From an optimization exercise on the open Yosys and OpenROAD flow, aimed at small area, a short achievable clock period and few clock cycles per item; shortcuts taken in it are not production practice.
The RTL was checked by simulation tests, not by an equivalence proof against the original design.

==> run C: inputs <==
// kw_unwrap
module kw_unwrap (
    input  wire         clk,
    input  wire         rst,
    input  wire         req_valid,
    output wire         req_ready,
    input  wire         req_kek,
    input  wire         req_long,
    input  wire [319:0] req_data,
    output wire         resp_valid,
    input  wire         resp_ready,
    output wire [255:0] resp_key,
    output wire         resp_ok
);
    localparam [63:0] IV = 64'hA6A6_A6A6_A6A6_A6A6;
    localparam [1:0] G_RUN   = 2'd0,
                     G_KEXP  = 2'd1,
                     G_KDONE = 2'd2;
    reg  [1:0]   gst;
    reg          ph;         
    reg  [3:0]   m;          
    reg          kph;        
    reg  [5:0]   kidx;       
    reg          k_rot;      
    reg          k_id;       
    reg  [7:0]   k_rcon;     
    reg  [255:0] kwin;       
    reg  [255:0] klast;      
    reg  [71:0]  ks;         
    reg  [127:0] sa;         
    reg  [287:0] sb;         
    reg          v_q, kek_q, long_q;
    reg          rdy;        
    reg  [63:0]  x1p, x2p, x3p, x4p, x1q, x2q, x3q, x4q;
    reg  [4:0]   tcp, tcq;       
    reg          lngp, lngq;
    reg          runp, runq;     
    reg          parkp, parkq;   
    reg          okcp, okcq;
    reg          old;        
    reg  [127:0] sbuf;
    reg          sok;
    reg          sv;         
    reg          spre;       
    reg  [255:0] out_key;
    reg          out_ok, out_pend, out_valid;
    reg          out_free;   
    wire [127:0] rk   = kwin[255:128];
    wire [127:0] rk14 = klast[127:0];
    wire         grun = (gst == G_RUN);
    wire         cb   = ~ph;                  
    wire         bnd  = (m == 4'd0);          
    function [7:0] rcon_of(input [2:0] i);
        case (i)
            3'd1:    rcon_of = 8'h01;
            3'd2:    rcon_of = 8'h02;
            3'd3:    rcon_of = 8'h04;
            3'd4:    rcon_of = 8'h08;
            3'd5:    rcon_of = 8'h10;
            3'd6:    rcon_of = 8'h20;
            3'd7:    rcon_of = 8'h40;
            default: rcon_of = 8'h00;
        endcase
    endfunction
    wire [31:0] kw0 = kwin[255:224], kw1 = kwin[223:192], kw2 = kwin[191:160], kw3 = kwin[159:128];
  ...
clock: 12.0 ns
lec_check: 0
cap_margin: 40
cell_pad_in_sites_detail_placement: 1
cell_pad_in_sites_global_placement: 2
core_margin: 2
core_utilization: 30
cts_cluster_diameter: 80
cts_cluster_size: 22
place_density: 0.5
slew_margin: 40
synth_hierarchical: 1
standard.sh (not shown) runs the stock make flow with config.mk's settings and CLKGATE_MAP_FILE= SYNTH_SCRIPT=/design/flow/synth_recipe.tcl, a recipe that flattens the netlist after the stock synthesis.
==> flow/flow/run.sh <==
#!/bin/bash
set -euo pipefail
MARGIN=${MARGIN:-8.2}
bash standard.sh SETUP_SLACK_MARGIN=$MARGIN "BUFFER_PORTS_ARGS=-buffer_cell sky130_fd_sc_hd__buf_2" finish > make_finish.log 2>&1
==> run K: changes against run C <==
--- a/flow/design.v
+++ b/flow/design.v
@@ -1014,14 +1014,14 @@
                     kidx_n = 6'd8;
                 end else if (!ph) begin
                     m_n = bnd ? 4'd13 : m - 4'd1;
                 end
             end
             G_KEXP: begin
-                kph_n = ~kph;
-                if (kph) begin
+                kph_n = ~kph && !k_id;
+                if (kph || k_id) begin
                     kidx_n = kidx + 6'd1;
                     if (kidx == 6'd59)
                         gst_n = G_KDONE;
                 end
             end
             default: begin
@@ -1110,24 +1110,24 @@
         rdy      <= rdy_n;
     end
     always @(posedge clk) begin
         ks <= ks_next;
         if (kek_d)
             kwin <= {req_data[127:0], req_data[255:128]};
-        else if (kfwd && kph)
+        else if (kfwd && (kph || k_id))
             kwin <= kfwd_next;
         else if (grun && !ph)
             kwin <= bnd ? klast : kbwd_next;
         if (gst == G_KDONE)
             klast <= {kwin[127:0], kwin[255:128]};
         if (kek_d) begin
             k_rot  <= 1'b1;
             k_id   <= 1'b0;
             k_rcon <= 8'h01;
         end else if (kfwd) begin
-            if (kph) begin
+            if (kph || k_id) begin
                 k_rot  <= (kidx_n[2:0] == 3'd0);
                 k_id   <= (kidx_n[1:0] != 2'd0);
                 k_rcon <= (kidx_n[2:0] == 3'd0) ? rcon_of(kidx_n[5:3]) : 8'h00;
             end
         end else if (!grun || !ph) begin
             k_rot  <= m_n[0];
==> flow/flow/run.sh (replaced) <==
#!/bin/bash
set -euo pipefail
MARGIN=${MARGIN:-8.1}
bash standard.sh SETUP_SLACK_MARGIN=$MARGIN "BUFFER_PORTS_ARGS=-buffer_cell sky130_fd_sc_hd__buf_2" finish > make_finish.log 2>&1
--- a/flow/config.mk
+++ b/flow/config.mk
@@ -6,12 +6,12 @@
 export NUM_CORES = 8
 export LEC_CHECK = 0
 export CAP_MARGIN = 40
 export CELL_PAD_IN_SITES_DETAIL_PLACEMENT = 1
 export CELL_PAD_IN_SITES_GLOBAL_PLACEMENT = 2
 export CORE_MARGIN = 2
-export CORE_UTILIZATION = 30
+export CORE_UTILIZATION = 36
 export CTS_CLUSTER_DIAMETER = 80
 export CTS_CLUSTER_SIZE = 22
-export PLACE_DENSITY = 0.5
+export PLACE_DENSITY = 0.56
 export SLEW_MARGIN = 40
 export SYNTH_HIERARCHICAL = 1
==> run F: changes against run C <==
==> flow/flow/run.sh (replaced) <==
#!/bin/bash
set -euo pipefail
MARGIN=${MARGIN:-7.8}
bash standard.sh SETUP_SLACK_MARGIN=$MARGIN "BUFFER_PORTS_ARGS=-buffer_cell sky130_fd_sc_hd__buf_2" finish > make_finish.log 2>&1
==> run P: changes against run C <==
--- a/flow/design.v
+++ b/flow/design.v
@@ -1014,14 +1014,14 @@
                     kidx_n = 6'd8;
                 end else if (!ph) begin
                     m_n = bnd ? 4'd13 : m - 4'd1;
                 end
             end
             G_KEXP: begin
-                kph_n = ~kph;
-                if (kph) begin
+                kph_n = ~kph && !k_id;
+                if (kph || k_id) begin
                     kidx_n = kidx + 6'd1;
                     if (kidx == 6'd59)
                         gst_n = G_KDONE;
                 end
             end
             default: begin
@@ -1110,24 +1110,24 @@
         rdy      <= rdy_n;
     end
     always @(posedge clk) begin
         ks <= ks_next;
         if (kek_d)
             kwin <= {req_data[127:0], req_data[255:128]};
-        else if (kfwd && kph)
+        else if (kfwd && (kph || k_id))
             kwin <= kfwd_next;
         else if (grun && !ph)
             kwin <= bnd ? klast : kbwd_next;
         if (gst == G_KDONE)
             klast <= {kwin[127:0], kwin[255:128]};
         if (kek_d) begin
             k_rot  <= 1'b1;
             k_id   <= 1'b0;
             k_rcon <= 8'h01;
         end else if (kfwd) begin
-            if (kph) begin
+            if (kph || k_id) begin
                 k_rot  <= (kidx_n[2:0] == 3'd0);
                 k_id   <= (kidx_n[1:0] != 2'd0);
                 k_rcon <= (kidx_n[2:0] == 3'd0) ? rcon_of(kidx_n[5:3]) : 8'h00;
             end
         end else if (!grun || !ph) begin
             k_rot  <= m_n[0];
==> flow/flow/run.sh (replaced) <==
#!/bin/bash
set -euo pipefail
MARGIN=${MARGIN:-8}
bash standard.sh SETUP_SLACK_MARGIN=$MARGIN "BUFFER_PORTS_ARGS=-buffer_cell sky130_fd_sc_hd__buf_2" finish > make_finish.log 2>&1
--- a/flow/config.mk
+++ b/flow/config.mk
@@ -6,12 +6,13 @@
 export NUM_CORES = 8
 export LEC_CHECK = 0
 export CAP_MARGIN = 40
 export CELL_PAD_IN_SITES_DETAIL_PLACEMENT = 1
 export CELL_PAD_IN_SITES_GLOBAL_PLACEMENT = 2
 export CORE_MARGIN = 2
-export CORE_UTILIZATION = 30
+export CORE_UTILIZATION = 36
 export CTS_CLUSTER_DIAMETER = 80
 export CTS_CLUSTER_SIZE = 22
-export PLACE_DENSITY = 0.5
+export GPL_ROUTABILITY_DRIVEN = 0
+export PLACE_DENSITY = 0.56
 export SLEW_MARGIN = 40
 export SYNTH_HIERARCHICAL = 1
==> notes <==
In area after synthesis, run F and run K hardly differ. Clock skew: run K > run C > run F > run P. In count of clock-buffer cells in the layout, run C and run F do not differ. In run K the die area is smaller than in run F, by about 16%. The highest cell count belongs to run C, the lowest to run P. In run K the utilization is higher than in run P, by 1.1 points. Hold slack, highest first: run C, run F, run P, run K. The lowest sequential share of layout area belongs to run C, the highest to run F. Between run K and run F, the lower critical path depth is in run F (gap 4). Between run K and run P, the lower global-route usage is in run P (gap 0.51 points).
==> figures <==
Result of the run: run K no timing/DRC/antenna violations; run P no timing/DRC/antenna violations; run C no timing/DRC/antenna violations; run F no timing/DRC/antenna violations
Cell type of the slowest stage on the worst timing path: run K edfxtp_1; run P a21oi_1; run C edfxtp_1; run F xor2_1
Non-clock buffer count: run K 1065; run P 950; run C 1262; run F 916
Post-route insts no fill: run K 14369; run P 14234; run C 15302; run F 14963
Tap cell count: run K 3589; run P 3589; run C 4346; run F 4346
Worst Clk Skew: run K 80.2 ps; run P 44.1 ps; run C 77.0 ps; run F 75.3 ps
Area fraction in and, or, nand and nor cells after synthesis: run K 11.4%; run P 11.4%; run C 11.6%; run F 11.6%
Longest Clk Path Bufs: run K 4; run P 3; run C 4; run F 4
Met3 Track Usage GR: run K 5.86%; run P 4.93%; run C 3.17%; run F 3.04%
Combined buffer and inverter count along the critical path: run K 4; run P 4; run C 1; run F 2
Final Critical Period: run K 3990 ps; run P 4100 ps; run C 4100 ps; run F 4190 ps
Post-synth net total: run K 10262; run P 10262; run C 10219; run F 10219
Clock latency reported for the late side of the worst-skew pair: run K 890 ps; run P 840 ps; run C 930 ps; run F 900 ps
Clock buffer cells: run K 184; run P 171; run C 189; run F 189
Detailed-router iteration count before antenna repair: run K 5; run P 6; run C 6; run F 6
CP Data Arrival Time: run K 4780 ps; run P 4850 ps; run C 1700 ps; run F 4990 ps
Placer Congestion: run K 0.944; run P -; run C 0.925; run F 0.925
Finished Core Util: run K 44.4%; run P 43.3%; run C 38.3%; run F 36.0%
Flip-flop and latch share of the layout cell area: run K 39.7%; run P 40.7%; run C 38.4%; run F 40.8%
Antenna cell count: run K 24; run P 21; run C 31; run F 39
Final routed wirelength across all metal layers: run K 489 mm; run P 481 mm; run C 528 mm; run F 520 mm
Testbench counts of run C, summed over its fixed seeds: cycles 65,898, items 256.
Testbench counts of run K, summed over its fixed seeds: cycles 65,598, items 256.
Testbench counts of run F, summed over its fixed seeds: cycles 65,898, items 256.
Testbench counts of run P, summed over its fixed seeds: cycles 65,598, items 256.

* * *

==> inputs of run a <==
kw_unwrap with an RTL version that a note above also has.
==> flow/config.mk <==
export PLATFORM = sky130hd
export DESIGN_NAME = kw_unwrap
export DESIGN_NICKNAME = kw_unwrap
export VERILOG_FILES = /design/flow/design.v
export SDC_FILE = /design/flow/constraint.sdc
export NUM_CORES = 8
export LEC_CHECK = 0
export CAP_MARGIN = 40
export CELL_PAD_IN_SITES_DETAIL_PLACEMENT = 1
export CELL_PAD_IN_SITES_GLOBAL_PLACEMENT = 2
export CORE_MARGIN = 2
export CORE_UTILIZATION = 40
export CTS_CLUSTER_DIAMETER = 80
export CTS_CLUSTER_SIZE = 22
export PLACE_DENSITY = 0.6
export SLEW_MARGIN = 40
export SYNTH_HIERARCHICAL = 1
==> flow/constraint.sdc <==
create_clock -name core_clock -period 12.0 [get_ports {clk}]
set_input_delay 2.4000 -clock core_clock [delete_from_list [all_inputs] [get_ports {clk}]]
set_output_delay 2.4000 -clock core_clock [all_outputs]
set_load 0.01 [all_outputs]
==> flow/flow/run.sh <==
#!/bin/bash
set -euo pipefail
MARGIN=${MARGIN:-8}
bash standard.sh SETUP_SLACK_MARGIN=$MARGIN "BUFFER_PORTS_ARGS=-buffer_cell sky130_fd_sc_hd__buf_2" finish > make_finish.log 2>&1
==> run b: changes against run a <==
--- a/flow/config.mk
+++ b/flow/config.mk
@@ -5,13 +5,13 @@
 export SDC_FILE = /design/flow/constraint.sdc
 export NUM_CORES = 8
 export LEC_CHECK = 0
 export CAP_MARGIN = 40
 export CELL_PAD_IN_SITES_DETAIL_PLACEMENT = 1
 export CELL_PAD_IN_SITES_GLOBAL_PLACEMENT = 2
 export CORE_MARGIN = 2
-export CORE_UTILIZATION = 40
+export CORE_UTILIZATION = 36
 export CTS_CLUSTER_DIAMETER = 80
 export CTS_CLUSTER_SIZE = 22
-export PLACE_DENSITY = 0.6
+export PLACE_DENSITY = 0.56
 export SLEW_MARGIN = 40
 export SYNTH_HIERARCHICAL = 1
==> run c: changes against run a <==
--- a/flow/design.v
+++ b/flow/design.v
@@ -1013,16 +1013,16 @@
                     kph_n  = 1'b0;
                     kidx_n = 6'd8;
                 end else if (!ph) begin
                     m_n = bnd ? 4'd13 : m - 4'd1;
                 end
             end
             G_KEXP: begin
-                kph_n = ~kph && !k_id;
-                if (kph || k_id) begin
+                kph_n = ~kph;
+                if (kph) begin
                     kidx_n = kidx + 6'd1;
                     if (kidx == 6'd59)
                         gst_n = G_KDONE;
                 end
             end
             default: begin
                 gst_n = G_RUN;
@@ -1109,26 +1109,26 @@
         long_q   <= req_long;
         rdy      <= rdy_n;
     end
     always @(posedge clk) begin
         ks <= ks_next;
         if (kek_d)
             kwin <= {req_data[127:0], req_data[255:128]};
-        else if (kfwd && (kph || k_id))
+        else if (kfwd && kph)
             kwin <= kfwd_next;
         else if (grun && !ph)
             kwin <= bnd ? klast : kbwd_next;
         if (gst == G_KDONE)
             klast <= {kwin[127:0], kwin[255:128]};
         if (kek_d) begin
             k_rot  <= 1'b1;
             k_id   <= 1'b0;
             k_rcon <= 8'h01;
         end else if (kfwd) begin
-            if (kph || k_id) begin
+            if (kph) begin
                 k_rot  <= (kidx_n[2:0] == 3'd0);
                 k_id   <= (kidx_n[1:0] != 2'd0);
                 k_rcon <= (kidx_n[2:0] == 3'd0) ? rcon_of(kidx_n[5:3]) : 8'h00;
             end
         end else if (!grun || !ph) begin
             k_rot  <= m_n[0];
             k_id   <= 1'b0;
--- a/flow/config.mk
+++ b/flow/config.mk
@@ -5,13 +5,13 @@
 export SDC_FILE = /design/flow/constraint.sdc
 export NUM_CORES = 8
 export LEC_CHECK = 0
 export CAP_MARGIN = 40
 export CELL_PAD_IN_SITES_DETAIL_PLACEMENT = 1
 export CELL_PAD_IN_SITES_GLOBAL_PLACEMENT = 2
 export CORE_MARGIN = 2
-export CORE_UTILIZATION = 40
+export CORE_UTILIZATION = 30
 export CTS_CLUSTER_DIAMETER = 80
 export CTS_CLUSTER_SIZE = 22
-export PLACE_DENSITY = 0.6
+export PLACE_DENSITY = 0.5
 export SLEW_MARGIN = 40
 export SYNTH_HIERARCHICAL = 1
==> impl_metrics.json <==
{
  "outcome": "no timing/DRC/antenna violations",
  "buf_share_pct": 5.52,
  "cts_max_path_buffers": 3,
  "grt_pass1_wl_um": 635000,
  "syn-num-nets": 10262,
  "die_h_um": 502,
  "holdPathEnd": "x4p[13]",
  "cp_slowest_stage_delay_ns": 0.80,
  "post_drt_wl_per_cell_um": 33.9,
  "cp_max_fo": 79,
  "firstDrtPassIters": 5,
  "final-seq-area_um2": 48200,
  "synth_mux_area_share_pct": 1.66,
  "initial_core_util_pct": 40.3
}
Source of the figures above: run a

==> impl_metrics.json <==
{
  "outcome": "no timing/DRC/antenna violations",
  "die_h_um": 529,
  "crit_end": "kwin[80]",
  "grt_pass1_wl_um": 648000,
  "syn-num-nets": 10262,
  "holdPathEnd": "x3p[20]",
  "buf_share_pct": 5.45,
  "firstDrtPassIters": 6,
  "use_met3_pct": 4.98,
  "h-tree-depth": 4,
  "final-seq-area_um2": 48200,
  "cp_slowest_stage_delay_ns": 0.78,
  "cts_max_path_buffers": 4
}
Source of the figures above: run b

==> impl_metrics.json <==
{
  "outcome": "no timing/DRC/antenna violations",
  "initial_core_util_pct": 30.2,
  "grt_pass1_wl_um": 694000,
  "final-seq-area_um2": 48200,
  "holdPathEnd": "x1p[19]",
  "final.setup.worst_slack_ns": 7.94,
  "cts_buffers": 156,
  "reg2reg_to": "ks[71]",
  "buf_share_pct": 5.85,
  "n_clock_buffer": 189,
  "cp_slowest_stage_delay_ns": 0.55,
  "post_drt_wl_per_cell_um": 34.7,
  "sh_seq_area_pct": 39.8,
  "firstDrtPassIters": 5,
  "cp_max_fo": 1,
  "synth-simple-area-share_pct": 11.6,
  "synth_top_area_share_pct": 27.3,
  "syn-num-nets": 10219
}
Source of the figures above: run c

Testbench counts of run a, summed over its fixed seeds: cycles 65,598, items 256.
Testbench counts of run b, summed over its fixed seeds: cycles 65,598, items 256.
Testbench counts of run c, summed over its fixed seeds: cycles 65,898, items 256.

==> what the ideal ports hide <==
How much do the figures lean on ideal ports? The routed layouts below were timed once more, with nothing changed but the port constraints. Step 1 (the two cells are an assumption about what drives the block):
set clk [get_ports {clk}]
set_driving_cell -lib_cell sky130_fd_sc_hd__clkbuf_16 $clk
set_driving_cell -lib_cell sky130_fd_sc_hd__buf_2 [delete_from_list [all_inputs] $clk]
Step 2, shift: input delay + t, output delay - t, t = (earliest + latest rising clock arrival at the registers) / 2. This alone moves slack from input paths to output paths. Three values: ideal ports, drivers, drivers and shift; two values: the first two.
run | t (ns) | slack for setup (ns) | clock arrival spread, ns
run C of note 1 | 0.981 | 7.897 / 7.806 / 7.401 | 0.079 / 0.079
run K of note 1 | 0.966 | 8.006 / 7.905 / 7.343 | 0.081 / 0.080
run F of note 1 | 0.976 | 7.807 / 7.807 / 7.248 | 0.080 / 0.080
run P of note 1 | 0.927 | 7.904 / 7.904 / 7.325 | 0.047 / 0.047
run a of note 2 | 0.925 | 7.949 / 7.906 / 7.296 | 0.052 / 0.052
run b of note 2 | 0.957 | 7.907 / 7.907 / 7.288 | 0.051 / 0.052
run c of note 2 | 0.981 | 7.943 / 7.830 / 7.310 | 0.078 / 0.078
After both steps setup and hold are still met in every run listed. For run K of note 1, which loses most, drivers alone change the setup slack by -0.101 ns; drivers and shift together by -0.663 ns.
